Background: an optimization exercise with open tools, aiming at small area, a short achievable clock period and few clock cycles. Do not read the settings as production practice. In this exercise RTL edits were held to simulation tests only and were not proved equivalent to the original. Power is estimated from default activity; no workload was simulated.

==> flow/design.v (excerpt) <==
module ro_decide (
    input  wire         clk,
    input  wire         rst,
    input  wire         in_valid,
    output wire         in_ready,
    input  wire         in_first,
    input  wire         in_last,
    input  wire [15:0]  in_yi,
    input  wire [15:0]  in_yq,
    input  wire [31:0]  in_w,           
    input  wire [4:0]   cfg_int_shift,
    input  wire [2:0]   cfg_plane_en,
    input  wire [15:0]  cfg_state_map,
    input  wire [47:0]  cfg_a,          
    input  wire [47:0]  cfg_b,
    input  wire [95:0]  cfg_c,          
    input  wire [47:0]  cfg_k,
    input  wire [14:0]  cfg_k_sh,       
    output reg          res_valid,
    output reg  [31:0]  res_i,
    output reg  [31:0]  res_q,
    output reg          res_sat,
    output reg  [2:0]   res_sides,
    output reg  [1:0]   res_state,
    output reg  [15:0]  res_quality
);
    reg         busy;
    reg  [12:1] st;                      
    wire        acc_beat = in_valid & ~busy;
    assign in_ready = ~busy;
    always @(posedge clk) begin
        if (rst) begin
            busy <= 1'b0;
            st   <= 12'd0;
        end else begin
            if (acc_beat & in_last)
                busy <= 1'b1;
            else if (st[9])
                busy <= 1'b0;
            st <= {st[11:1], acc_beat & in_last};
        end
    end
    reg [4:0]  int_shift;
    reg [2:0]  plane_en;
    reg [15:0] state_map;
    reg [47:0] ca, cb, ck;
    reg [95:0] cc;
    reg [14:0] k_sh;
    always @(posedge clk)
        if (acc_beat & in_first) begin
            int_shift <= cfg_int_shift;
            plane_en  <= cfg_plane_en;
            state_map <= cfg_state_map;
            ca        <= cfg_a;
            cb        <= cfg_b;
            cc        <= cfg_c;
            ck        <= cfg_k;
            k_sh      <= cfg_k_sh;
        end
    wire [16:0] a0 = {ca[15], ca[15:0]};
    wire [16:0] a1 = {ca[31], ca[31:16]};
    wire [16:0] a2 = {ca[47], ca[47:32]};
    wire [16:0] b0 = {cb[15], cb[15:0]};
    wire [16:0] b1 = {cb[31], cb[31:16]};
    wire [16:0] b2 = {cb[47], cb[47:32]};
    wire [16:0] k0 = {1'b0, ck[15:0]};
    wire [16:0] k1 = {1'b0, ck[31:16]};
    wire [16:0] k2 = {1'b0, ck[47:32]};
  ...
clock: 11.0 ns
lec_check: 0
cap_margin: 20
core_margin: 2
core_utilization: 40
setup_slack_margin: 5
slew_margin: 20
run.sh (not shown) runs the stock make flow with config.mk's settings and CLKGATE_MAP_FILE= SYNTH_SCRIPT=/design/flow/synth_recipe.tcl, a recipe that flattens the netlist after the stock synthesis.
Testbench counts at the start, summed over its fixed seeds: cycles 79,959.
Then changed:
Settings changed: CORE_UTILIZATION 40 to 60, PLACE_DENSITY from default to 0.72.
Total power is higher by 1.8%.
First-iteration DRC count rose by 43%.
Clock power climbs by about 3%.
Area after synthesis does not change.
Flip-flop and latch count is unchanged.

* * *

Another version of the RTL of ro_decide (not shown whole).
For scale: ~8900 cells after synthesis, roughly 440 I/O pins, ~0.076 sq mm of cells after synthesis.
==> flow/config.mk <==
export PLATFORM = sky130hd
export DESIGN_NAME = ro_decide
export DESIGN_NICKNAME = ro_decide
export VERILOG_FILES = /design/flow/design.v
export SDC_FILE = /design/flow/constraint.sdc
export NUM_CORES = 4
export LEC_CHECK = 0
export ABC_AREA = 1
export CAP_MARGIN = 20
export CORE_MARGIN = 2
export CORE_UTILIZATION = 40
export CTS_BUF_LIST = sky130_fd_sc_hd__clkbuf_4 sky130_fd_sc_hd__clkbuf_8
export SLEW_MARGIN = 20
==> flow/constraint.sdc <==
create_clock -name core_clock -period 11.0 [get_ports {clk}]
set_input_delay 2.2000 -clock core_clock [delete_from_list [all_inputs] [get_ports {clk}]]
set_output_delay 2.2000 -clock core_clock [all_outputs]
set_load 0.01 [all_outputs]
standard.sh (not shown) runs the stock make flow with config.mk's settings and CLKGATE_MAP_FILE= SYNTH_SCRIPT=/design/flow/synth_recipe.tcl, a recipe that flattens the netlist after the stock synthesis.
==> flow/flow/run.sh <==
#!/bin/bash
# The standard layout (standard.sh, its synthesis unchanged), with the port
# buffers made of the smallest buffer cell instead of the placer's default, and
# timing repair aiming 6.0 ns below the clock period.
set -euo pipefail
bash standard.sh "BUFFER_PORTS_ARGS=-buffer_cell sky130_fd_sc_hd__buf_1" SETUP_SLACK_MARGIN=6.0 finish > standard.log 2>&1
Testbench counts at the start, summed over its fixed seeds: cycles 79,959.
==> next run, changes <==
==> flow/flow/run.sh (replaced) <==
#!/bin/bash
# The standard layout (standard.sh, its synthesis unchanged), with the port
# buffers made of the smallest buffer cell instead of the placer's default, and
# timing repair aiming 5.8 ns below the clock period.
set -euo pipefail
bash standard.sh "BUFFER_PORTS_ARGS=-buffer_cell sky130_fd_sc_hd__buf_1" SETUP_SLACK_MARGIN=5.8 finish > standard.log 2>&1
=> Die area is unchanged; sequential share of layout area rose by 0.92 points; area after synthesis does not change; setup slack got worse by 0.17 ns; global-route usage drops by 1.0 points; total power shrinks by 13%; clock power climbs by about 5%; combinational power came out lower by about 20%; flip-flop and latch count stays the same; register-to-register slack gets worse by 0.17 ns.
==> next run, changes <==
==> flow/flow/run.sh (replaced) <==
#!/bin/bash
# The standard layout (standard.sh, its synthesis unchanged), with the port
# buffers made of the smallest buffer cell instead of the placer's default, and
# timing repair aiming 6.3 ns below the clock period.
set -euo pipefail
bash standard.sh "BUFFER_PORTS_ARGS=-buffer_cell sky130_fd_sc_hd__buf_1" SETUP_SLACK_MARGIN=6.3 finish > standard.log 2>&1
Total power went up by 19%. Clock power went down by about 5%. Cell count is higher by 2.4%. Hold slack degrades by 0.0089 ns.
==> next run, changes <==
==> flow/flow/run.sh (replaced) <==
#!/bin/bash
# The standard layout (standard.sh, its synthesis unchanged), with the port
# buffers made of the smallest buffer cell instead of the placer's default, and
# timing repair aiming 5.5 ns below the clock period.
set -euo pipefail
bash standard.sh "BUFFER_PORTS_ARGS=-buffer_cell sky130_fd_sc_hd__buf_1" SETUP_SLACK_MARGIN=5.5 finish > standard.log 2>&1
The new run ran to the end with no violations. Maximum frequency is lower by roughly a tenth. Clock skew is higher by 0.052 ns. Core utilization is lower by 3.7 points. Global-route usage is lower by 1.8 points. Final area is lower by a little under a tenth. Combinational power is lower by a quarter to a third. Setup slack got worse by 0.65 ns.

==> port drivers added, routing unchanged <==
The flow's constraints put no driver on any port. The routed layouts listed below were extracted and timed again, unchanged, in two steps. Step 1 (the two cells are an assumption about what drives the block):
set clk [get_ports {clk}]
set_driving_cell -lib_cell sky130_fd_sc_hd__clkbuf_16 $clk
set_driving_cell -lib_cell sky130_fd_sc_hd__buf_2 [delete_from_list [all_inputs] $clk]
Step 2, shift: input delay + t, output delay - t, t = (earliest + latest rising clock arrival at the registers) / 2. This alone moves slack from input paths to output paths. a / b / c = ideal ports / drivers / drivers and shift; a / b = the first two.
run | t (ns) | slack for setup (ns) | worst setup path at the end | pins driven straight from the clock port
the first run of note 1 | 0.877 | 5.121 / 5.121 / 5.121 | register to register | 1
the second run of note 1 | 0.843 | 5.060 / 5.060 / 4.745 | input to register | 1
the first run of note 2 | 1.099 | 5.944 / 5.944 / 5.709 | input to register | 1
the second run of note 2 | 1.067 | 5.775 / 5.775 / 5.107 | input to register | 1
the third run of note 2 | 1.113 | 6.184 / 6.184 / 5.805 | input to register | 1
the fourth run of note 2 | 1.077 | 5.534 / 5.534 / 5.189 | input to register | 1
After both steps every run listed still meets setup and hold. For the second run of note 2, which loses most, drivers alone change the setup slack by 0.000 ns; drivers and shift together by -0.668 ns.
